Context: an optimization exercise on an open-source flow, tuned for small area and a short achievable clock period. The choices shown serve that exercise and are no tape-out recipe. In this exercise RTL edits were held to simulation tests only and were not proved equivalent to the original. The clock port is modelled as an ideal driver; clocking choices that lean on that would not hold on a real chip. Power and IR drop assume default switching activity.

Setup of job 7385:
// map_xlate
module map_xlate (
    input  wire        clk,
    input  wire        rst,             
    input  wire        cfg_we,
    input  wire [4:0]  cfg_addr,
    input  wire [63:0] cfg_wdata,
    input  wire        req_valid,
    input  wire [39:0] req_addr,
    input  wire        req_kt3,
    output reg         resp_valid,
    output reg  [4:0]  resp_column,
    output reg  [15:0] resp_row,
    output reg  [3:0]  resp_bank,
    output reg  [1:0]  resp_rank,
    output reg  [3:0]  resp_channel,
    output reg  [2:0]  resp_stack,
    output reg  [3:0]  resp_region,
    output reg         resp_unmapped
);
    localparam NREG  = 16;
    localparam NMASK = 13;
    localparam K     = 2;      
    integer n, j;
    reg        rg_mode  [0:NREG-1];
    reg [3:0]  rg_size  [0:NREG-1];    
    reg [9:0]  rg_nb    [0:NREG-1];    
    reg [9:0]  rg_rb    [0:NREG-1];
    reg        rg_lock  [0:NREG-1];
  ...
For scale: roughly 2700 cells after synthesis, about 890 flip-flops, roughly 150 I/O pins.
clock: 16.0 ns
lec_check: 0
cap_margin: 20
core_margin: 2
core_utilization: 55
slew_margin: 20
standard.sh (not shown) runs the stock make flow with config.mk's settings and CLKGATE_MAP_FILE= SYNTH_SCRIPT=/design/flow/synth_recipe.tcl, a recipe that flattens the netlist after the stock synthesis.
==> flow/flow/run.sh <==
#!/bin/bash
# Layout flow: the standard flow (standard.sh: the standard synthesis and
# ORFS steps) with these changes:
# - the buffers that ORFS puts on every input and output port are
#   sky130_fd_sc_hd__buf_4 instead of the slow delay cell (clkdlybuf4s50_1)
#   that buffer_ports picks by default; every port still gets its own buffer;
# - clock tree synthesis runs with ORFS's default arguments plus
#   -dont_use_dummy_load (no dead clock loads) and sinks clustered
#   by up to 20 within 80 um;
# - after clock tree synthesis, flow/post_cts.tcl gives the registers that
#   drive the output ports drive strength 2 (same cell type) and legalizes.
# The full output of the run goes to flow_standard.log here; each ORFS step
# keeps its own log under orfs/logs.
set -euo pipefail
here=$(pwd)
bash standard.sh \
  "BUFFER_PORTS_ARGS=-buffer_cell sky130_fd_sc_hd__buf_4" \
  "CTS_ARGS=-sink_clustering_enable -repair_clock_nets -dont_use_dummy_load -sink_clustering_size 20 -sink_clustering_max_diameter 80" \
  "POST_CTS_TCL=$here/flow/post_cts.tcl" \
  finish > flow_standard.log 2>&1
==> flow/flow/post_cts.tcl <==
# POST_CTS hook: give the registers that drive the output ports a stronger
# drive (sky130_fd_sc_hd__dfxtp_1 -> dfxtp_2, same cell type), then
# legalize the placement again. Nothing else changes.
set block [ord::get_db_block]
set count 0
foreach bterm [$block getBTerms] {
  if {[$bterm getIoType] ne "OUTPUT"} { continue }
  set net [$bterm getNet]
  if {$net eq "NULL"} { continue }
  foreach it [$net getITerms] {
    if {![$it isOutputSignal]} { continue }
    set buf [$it getInst]
    foreach bit [$buf getITerms] {
      if {![$bit isInputSignal]} { continue }
      set inet [$bit getNet]
      if {$inet eq "NULL"} { continue }
      foreach dit [$inet getITerms] {
        if {![$dit isOutputSignal]} { continue }
        set ff [$dit getInst]
        if {[[$ff getMaster] getName] eq "sky130_fd_sc_hd__dfxtp_1"} {
          replace_cell [$ff getName] sky130_fd_sc_hd__dfxtp_2
          incr count
        }
      }
    }
  }
}
puts "post_cts: upsized $count output registers"
detailed_placement
check_placement -verbose
Here is what was changed in the inputs of job 5005 compared with job 7385.
- a change of SLEW_MARGIN from 20 to 55
==> results.txt <==
- Status: post-detailed-route via-to-cell ratio parity (job 7385, job 5005)
- From job 7385 to job 5005 the numbers moved as follows: power density relative to cell area saw little to no change, routed wire length level, routed length on met2 dropped 650 um, core utilization did not really move.
- Job 5005 and job 7385 ended up with nearly the same worst hold slack.
- Job 5005 against job 7385: cell area ~0 delta; combinational gate power rose about 0.6%; area growth from synthesis to layout went up.
#### Input delta (job 7861 over job 5005)
-- flow/flow/run.sh --
<<< job 5005, line 8
#   -dont_use_dummy_load (no dead clock loads) and sinks clustered
#   by up to 20 within 80 um;
# - after clock tree synthesis, flow/post_cts.tcl gives the registers that
>>> job 7861, line 8
#   -dont_use_dummy_load (no dead clock loads) and sinks clustered
#   by up to 26 within 90 um;
# - after clock tree synthesis, flow/post_cts.tcl gives the registers that
<<< job 5005, line 17
  "BUFFER_PORTS_ARGS=-buffer_cell sky130_fd_sc_hd__buf_4" \
  "CTS_ARGS=-sink_clustering_enable -repair_clock_nets -dont_use_dummy_load -sink_clustering_size 20 -sink_clustering_max_diameter 80" \
  "POST_CTS_TCL=$here/flow/post_cts.tcl" \
>>> job 7861, line 17
  "BUFFER_PORTS_ARGS=-buffer_cell sky130_fd_sc_hd__buf_4" \
  "CTS_ARGS=-sink_clustering_enable -repair_clock_nets -dont_use_dummy_load -sink_clustering_size 26 -sink_clustering_max_diameter 90" \
  "POST_CTS_TCL=$here/flow/post_cts.tcl" \
Notes after the runs:
- Timing-limited maximum frequency in job 7861 is 0.85 MHz above job 5005.
- Against job 5005, job 7861 reports a data arrival time at the worst-slack endpoint that is lower.
- Changes observed in job 7861 relative to job 5005: clock network fraction of design power now smaller; first-pass GRT wire length now smaller; via count of the first global-routing pass comparable; peak ir drop on the vdd network now larger; number of non-clock buffers in the layout comparable.
- [diff] final standard cell area without fillers, job 7861 relative to job 5005: improvement
- All of job 7861 and job 5005 finish clean.
- The minimum clock period of job 7861 was superior to that of job 5005.

==> separate check: timing with driven ports <==
How much do the figures lean on ideal ports? The routed layouts below were timed once more, with nothing changed but the port constraints.
Step 1 assumes that a clkbuf_16 drives the clock port and a buf_2 every other input.
Step 2 moves the port delays by t, midway between the first and last clock arrival at a register: inputs arrive t later, outputs are due t later. That takes back most of the time a late clock gives input paths.
Three values: ideal, step 1, step 2; two values: the first two.
run	t, ns	setup WS [ns]	worst setup path after step 2	worst data-port slew with drivers (ns)
job 7385	0.671	11.636 / 11.636 / 11.052	input to register	0.05
job 5005	0.675	11.724 / 11.659 / 11.156	input to register	0.04
job 7861	0.663	11.740 / 11.672 / 11.164	input to register	0.04
After both steps setup and hold are still met in every run listed. The setup slack of job 7385, which loses most, moves by 0.000 ns with the drivers and by -0.584 ns with both steps.
